This design comes from an exercise in tuning for small area, a short achievable clock period and few clock cycles per item on the open sky130 flow, not from production work. In this exercise RTL edits were held to simulation tests only and were not proved equivalent to the original.

== run A ==
Design gra_mac, start of the top module:
module gra_mac (
    input  wire         clk,
    input  wire         rst,
    input  wire         start,
    input  wire [6:0]   nwords,      
    input  wire [255:0] key,
    input  wire [63:0]  ctr,
    output wire         ready,
    input  wire         in_valid,
    input  wire [31:0]  in_data,
    output wire         in_ready,
    output wire         done,
    output wire [127:0] mac
);
export LEC_CHECK = 0
export ABC_AREA = 1
export CAP_MARGIN = 20
export CORE_MARGIN = 2
export CORE_UTILIZATION = 50
export SETUP_SLACK_MARGIN = 5
export SLEW_MARGIN = 20
export SYNTH_HIERARCHICAL = 1
export TNS_END_PERCENT = 10
create_clock -name core_clock -period 10.0 [get_ports {clk}]
standard.sh (not shown) runs the stock make flow with config.mk's settings and CLKGATE_MAP_FILE= SYNTH_SCRIPT=/design/flow/synth_recipe.tcl, a recipe that flattens the netlist after the stock synthesis.
==> flow/flow/run.sh <==
#!/bin/bash
set -euo pipefail
export BUFFER_PORTS_ARGS="-buffer_cell sky130_fd_sc_hd__buf_1"
export CTS_ARGS="-sink_clustering_enable -repair_clock_nets -dont_use_dummy_load -buf_list {sky130_fd_sc_hd__clkbuf_4 sky130_fd_sc_hd__clkbuf_8}"
sed -e 's/SETUP_SLACK_MARGIN=5/SETUP_SLACK_MARGIN=5.5/' standard.sh > standard_custom.sh
grep -q 'SETUP_SLACK_MARGIN=5.5' standard_custom.sh
bash standard_custom.sh > flow.log 2>&1
Both conditions hold for run A: the flow ran to the end and the final layout passed the timing, DRC and antenna checks.
Testbench counts of run A, summed over its fixed seeds: cycles 102,088, items 320.
The inputs of run B differ from those of run A as listed below.
Settings: a deleted TNS_END_PERCENT that had been 10; a change of CORE_UTILIZATION from 50 to 40.
==> flow/flow/run.sh <==
#!/bin/bash
set -euo pipefail
export BUFFER_PORTS_ARGS="-buffer_cell sky130_fd_sc_hd__buf_1"
export CTS_ARGS="-sink_clustering_enable -repair_clock_nets -dont_use_dummy_load"
sed -e 's/SETUP_SLACK_MARGIN=5/SETUP_SLACK_MARGIN=5.5/' standard.sh > standard_custom.sh
grep -q 'SETUP_SLACK_MARGIN=5.5' standard_custom.sh
bash standard_custom.sh > flow.log 2>&1
### Flow results
Run B: full flow OK, the timing, DRC and antenna checks passed
Cmp run B and run A / critical path depth / lower: run A
[run B vs run A] last weighted congestion value of the routability-driven placer: higher in run B
| maximum net fanout on the critical path | run B vs run A | 1 higher |
Compared with run A, in run B clock tree skew after final layout moved down, core utilization now sits lower, effective utilization at floorplan dropped 10 points, total routed wirelength decreased 0.48%.
### run B -> run C
==> flow/flow/run.sh <==
#!/bin/bash
set -euo pipefail
export BUFFER_PORTS_ARGS="-buffer_cell sky130_fd_sc_hd__buf_1"
export CTS_ARGS="-sink_clustering_enable -repair_clock_nets -dont_use_dummy_load -buf_list {sky130_fd_sc_hd__clkbuf_4 sky130_fd_sc_hd__clkbuf_8}"
sed -e 's/SETUP_SLACK_MARGIN=5/SETUP_SLACK_MARGIN=5.75/' standard.sh > standard_custom.sh
grep -q 'SETUP_SLACK_MARGIN=5.75' standard_custom.sh
bash standard_custom.sh > flow.log 2>&1
==> comparison <==
Wire length of the first global-routing pass (run C vs. run B) increases by a few percent
Changes observed in run C relative to run B: number of buffers added for setup after CTS went up.
The following lists how run D was set up differently from run C:
Settings: swapping 40 for 50 in CORE_UTILIZATION.
==> flow/flow/run.sh <==
#!/bin/bash
set -euo pipefail
export BUFFER_PORTS_ARGS="-buffer_cell sky130_fd_sc_hd__buf_1"
export CTS_ARGS="-sink_clustering_enable -repair_clock_nets -dont_use_dummy_load -buf_list {sky130_fd_sc_hd__clkbuf_4 sky130_fd_sc_hd__clkbuf_8}"
sed -e 's/SETUP_SLACK_MARGIN=5/SETUP_SLACK_MARGIN=5.5/' standard.sh > standard_custom.sh
grep -q 'SETUP_SLACK_MARGIN=5.5' standard_custom.sh
bash standard_custom.sh > flow.log 2>&1
## What came out
- The total nets after synthesis of run D and that of run C are within noise of each other.
- On core region area: run D sits below run C.
- Run D: core utilization of the finished layout 9.8 points above run C
- On run D: area of all placed cells without fillers is about 4% lower than what run C gave.
- Area of placed instances for run D: 1.0% down relative to run C
- Run D vs run C — met1 usage rose 7.4 points.

[static timing again, ports no longer ideal]
The flow's constraints put no driver on any port. The routed layouts listed below were extracted and timed again, unchanged, in two steps. Step 1: set_driving_cell puts a clkbuf_16 on clk and a buf_2 on each other input, an assumption about the parent block. Step 2 also shifts input and output timing later by t, the mid clock arrival at the registers, as if the neighbouring blocks saw the same clock. Three values: ideal, step 1, step 2; two values: the first two.
run | t, ns | setup slack, ns | latest minus earliest clock arrival (ns) | worst register clock-pin slew, ns | cell pins on the clock port's net
run A | 0.971 | 5.456 / 5.456 / 5.456 | 0.141 / 0.140 | 0.07 / 0.07 | 1
run B | 0.794 | 5.312 / 5.312 / 5.312 | 0.112 / 0.112 | 0.07 / 0.07 | 1
run C | 0.971 | 5.534 / 5.534 / 5.534 | 0.127 / 0.127 | 0.07 / 0.07 | 1
run D | 0.967 | 5.468 / 5.468 / 5.468 | 0.147 / 0.147 | 0.07 / 0.07 | 1
After both steps every run listed still meets setup and hold.
